Background: an optimization exercise with open tools, aiming at small area and a short achievable clock period. Do not read the settings as production practice. Where RTL was checked, it was by simulation tests only, not by an equivalence proof against the original.

==> inputs of 06-21 <==
// lk_acc_cell
module lk_acc_cell (
    input  wire        clk,
    input  wire        rst,       
    input  wire [1:0]  op,        
    input  wire        fmt_a,     
    input  wire        fmt_b,
    input  wire [15:0] a,
    input  wire [15:0] b,
    output wire [39:0] acc,
    output reg  [31:0] f32
);
clock: 22.0 ns
lec_check: 0
abc_area: 1
cap_margin: 20
core_margin: 2
core_utilization: 40
setup_slack_margin: 4
slew_margin: 20
run.sh (not shown) runs the stock make flow with config.mk's settings and CLKGATE_MAP_FILE= SYNTH_SCRIPT=/design/flow/synth_recipe.tcl, a recipe that flattens the netlist after the stock synthesis.
==> 11-15: changes against 06-21 <==
--- a/flow/design.v
+++ b/flow/design.v
@@ -45,23 +45,23 @@
         b_lz = 4'd0;
         for (i = 0; i < 10; i = i + 1) begin
             if (a_fr[i]) a_lz = 4'd10 - i[3:0];
             if (b_fr[i]) b_lz = 4'd10 - i[3:0];
         end
         if (!a_ez) a_lz = 4'd0;
         if (!b_ez) b_lz = 4'd0;
     end
-    wire a_p2 = a_ez ? ($countones(a_fr) == 1) : a_fz;
-    wire b_p2 = b_ez ? ($countones(b_fr) == 1) : b_fz;
+    wire a_p2 = a_ez ? ((a_fr & (a_fr - 10'd1)) == 10'd0) : a_fz;
+    wire b_p2 = b_ez ? ((b_fr & (b_fr - 10'd1)) == 10'd0) : b_fz;
     wire [21:0] m_r0, m_r1;
     mul11_tree u_mul (.a(a_sig), .b(b_sig), .r0(m_r0), .r1(m_r1));
     wire [21:0] m_prod;
     wire        m_co;
-    add_pfx #(.N(22)) u_madd (.a(m_r0), .b(m_r1), .ci(1'b0), .s(m_prod), .co(m_co));
+    add_pfx #(.N(22), .L(5)) u_madd (.a(m_r0), .b(m_r1), .ci(1'b0), .s(m_prod), .co(m_co));
     wire [4:0]  m_l   = {1'b0, a_lz} + {1'b0, b_lz};
     wire [21:0] m_sh  = m_prod << m_l;
     wire        m_top = m_sh[21];
     wire [20:0] m_fr  = m_top ? m_sh[20:0] : {m_sh[19:0], 1'b0};
     wire signed [10:0] m_e0 = $signed({3'd0, a_ex}) + $signed({3'd0, b_ex})
                             - 11'sd127 - $signed({6'd0, m_l});
     wire signed [10:0] m_e  = m_e0 + $signed({10'd0, m_top});
     reg  [1:0]  p_cls_d;
@@ -134,17 +134,17 @@
     wire        x_zero = x_ez & x_fz;
     wire [7:0]  x_exp  = {x_raw[38:32], x_raw[31] | x_ez};
     wire [31:0] x_sig  = {~x_ez, x_raw[30:0]};
     wire [10:0] d_xp = {3'd0, x_exp} - {p_exp[9], p_exp};
     wire [10:0] d_px = {p_exp[9], p_exp} - {3'd0, x_exp};
     wire        e_eq = ({2'd0, x_exp} == p_exp);
     wire [21:0] cmp_s;
     wire        x_ge;
-    add_pfx #(.N(22)) u_cmp (.a(x_sig[31:10]), .b(~p_sig[31:10]), .ci(1'b1), .s(cmp_s), .co(x_ge));
+    add_pfx #(.N(22), .L(5)) u_cmp (.a(x_sig[31:10]), .b(~p_sig[31:10]), .ci(1'b1), .s(cmp_s), .co(x_ge));
     wire        p_gt_e = d_xp[10];
     wire        x_big  = ~p_gt_e & (~e_eq | x_ge);
     wire [10:0] ad     = p_gt_e ? d_px : d_xp;
     wire        sat    = (ad[10:6] != 5'd0) || (ad[5:0] > 6'd35);
     wire [5:0]  sh     = ad[5:0];
     wire [7:0]  big_exp = p_gt_e ? p_exp[7:0] : x_exp;
     wire [31:0] big_sig = x_big ? x_sig : p_sig;
     wire [31:0] sml_sig = x_big ? p_sig : x_sig;
@@ -158,17 +158,17 @@
         sml_st = 1'b0;
         for (k = 0; k < 32; k = k + 1)
             if (sat || sh >= k + 4) sml_st = sml_st | sml_sig[k];
     end
     wire [35:0] op_a = {1'b0, big_sig, 3'b000};
     wire [35:0] op_b = {1'b0, sml_al[34:1], sml_al[0] | sml_st} ^ {36{eff_sub}};
     wire [35:0] s_sum;
     wire        s_co;
-    add_pfx #(.N(36)) u_add (.a(op_a), .b(op_b), .ci(eff_sub), .s(s_sum), .co(s_co));
+    add_pfx #(.N(36), .L(6)) u_add (.a(op_a), .b(op_b), .ci(eff_sub), .s(s_sum), .co(s_co));
     wire        s_neg = eff_sub & s_sum[35];
     wire        r_s   = big_s ^ s_neg;
     wire        s_z   = (s_sum == 36'd0);
     wire [35:0] lim = (big_exp <= 8'd35) ? (36'h8_0000_0000 >> big_exp) : 36'd0;
     wire [5:0]  nlz;
     lzc36 u_lzc (.x(s_sum | lim), .n(nlz));
     wire [5:0]  nsh   = {nlz[5:1], nlz[0] | s_neg};
     wire [35:0] n_mag = s_sum << nsh;
@@ -177,17 +177,17 @@
     wire        up_p  = n_lo[3] & ((n_lo[2:0] != 3'd0) | n_lo[4]);
     wire        c4_n  = (n_lo[3:0] == 4'hF);
     wire        t3_n  = n_lo[3] ^ (n_lo[2:0] == 3'h7);
     wire        up_n  = c4_n | (t3_n & ((n_lo[2:0] != 3'h7) | n_lo[4]));
     wire        n_up  = s_neg ? up_n : up_p;
     wire [31:0] r_in  = n_mag[35:4] ^ {32{s_neg}};
     wire [31:0] r_sig;
     wire        r_co;
-    inc_pfx #(.N(32)) u_rnd (.a(r_in), .ci(n_up), .s(r_sig), .co(r_co));
+    inc_pfx #(.N(32), .L(6)) u_rnd (.a(r_in), .ci(n_up), .s(r_sig), .co(r_co));
     wire [8:0]  r_exp = n_exp + {8'd0, r_co};
     wire        r_top = r_co | r_sig[31];
     reg [39:0] sum40;
     always @(*) begin
         if (s_z)
             sum40 = 40'd0;                                   
         else if (r_exp >= 9'd255)
             sum40 = {r_s, 8'hFF, 31'd0};                     
@@ -232,24 +232,23 @@
         else if (c_nan)
             f32 <= 32'h7FC0_0000;
         else if (c_inf)
             f32 <= {acc_q[39], 8'hFF, 23'd0};
         else
             f32 <= {acc_q[39], c_mag};
     end
 endmodule
-module add_pfx #(parameter N = 36) (
+module add_pfx #(parameter N = 36, parameter L = 6) (    
     input  wire [N-1:0] a,
     input  wire [N-1:0] b,
     input  wire         ci,
     output wire [N-1:0] s,
     output wire         co
 );
-    localparam L = $clog2(N + 1);
     wire [N:0] g [0:2*L];
     wire [N:0] p [0:2*L];
     assign g[0] = {a & b, ci};
     assign p[0] = {a ^ b, 1'b0};
     genvar l, i;
     generate
         for (l = 0; l < L; l = l + 1) begin : up
             for (i = 0; i <= N; i = i + 1) begin : b
@@ -273,23 +272,22 @@
                     assign p[L+l+1][i] = p[L+l][i];
                 end
             end
         end
     endgenerate
     assign s  = p[0][N:1] ^ g[2*L][N-1:0];
     assign co = g[2*L][N];
 endmodule
-module inc_pfx #(parameter N = 32) (
+module inc_pfx #(parameter N = 32, parameter L = 6) (    
     input  wire [N-1:0] a,
     input  wire         ci,
     output wire [N-1:0] s,
     output wire         co
 );
-    localparam L = $clog2(N + 1);
     wire [N:0] t [0:L];
     assign t[0] = {a, ci};
     genvar l, i;
     generate
         for (l = 0; l < L; l = l + 1) begin : lv
             for (i = 0; i <= N; i = i + 1) begin : b
                 if ((i >> l) & 1) begin : op
                     assign t[l+1][i] = t[l][i] & t[l][((i >> l) << l) - 1];
==> flow/config.mk (replaced) <==
export PLATFORM = sky130hd
export DESIGN_NAME = lk_acc_cell
export DESIGN_NICKNAME = lk_acc_cell
export VERILOG_FILES = /design/flow/design.v
export SDC_FILE = /design/flow/constraint.sdc
export NUM_CORES = 4
export LEC_CHECK = 0
export ABC_AREA = 1
export CAP_MARGIN = 20
export CORE_MARGIN = 2
export CORE_UTILIZATION = 40
export SLEW_MARGIN = 20
==> notes.md <==
Outcome: 11-15 timing/DRC/antenna clean; 06-21 timing/DRC/antenna clean
Post-route fraction of the period consumed by the critical path: 11-15 88.46%; 06-21 74.88%
Worst reg2reg path depth: 11-15 104; 06-21 101
Share of synthesized area occupied by flip-flops and latches: 11-15 9.886%; 06-21 9.687%
Die area: 11-15 0.05656 mm^2; 06-21 0.05771 mm^2
End point of the critical path: 11-15 acc_q[10]; 06-21 acc_q[16]
Met1 capacity usage during global routing: 11-15 40.09%; 06-21 39.88%
Non-Clock Buffer Count: 11-15 148; 06-21 156
Placed standard-cell area: 11-15 0.02335 mm^2; 06-21 0.02388 mm^2
Worst Hold Slack: 11-15 0.5452 ns; 06-21 0.5370 ns
Cell count along the critical path: 11-15 104; 06-21 101
Non-filler instance count after layout: 11-15 4268; 06-21 4392
Initial Utilization: 11-15 40.56%; 06-21 40.51%
Routability cong.: 11-15 1.002; 06-21 1.005
Register-to-register setup slack: 11-15 2.54 ns; 06-21 5.53 ns
Synthesized instance count: 11-15 3571; 06-21 3625
Number of different library cells in the post-synthesis netlist: 11-15 74; 06-21 73
Cell total after placement: 11-15 4252; 06-21 4359
Number of vias per cell: 11-15 5.666; 06-21 5.608
Function not checked in 06-21: the RTL went through the layout flow alone.

-- port drivers added, routing unchanged --
The flow's constraints put no driver on any port. The routed layouts listed below were extracted and timed again, unchanged, in two steps.
Step 1, drivers: a clkbuf_16 drives clk and a buf_2 each remaining input, both assumed.
Step 2, shift: input delay + t, output delay - t, t = (earliest + latest rising clock arrival at the registers) / 2. This alone moves slack from input paths to output paths.
a / b / c = ideal ports / drivers / drivers and shift; a / b = the first two.
run	t, ns	setup WS [ns]	clock arrival spread, ns	slew at the worst register clock pin (ns)	cell pins on the clock port's net
06-21	0.445	5.527 / 5.527 / 5.527	0.021 / 0.021	0.09 / 0.09	1
11-15	0.424	2.539 / 2.539 / 2.539	0.019 / 0.020	0.09 / 0.09	1
After both steps setup and hold are still met in every run listed.
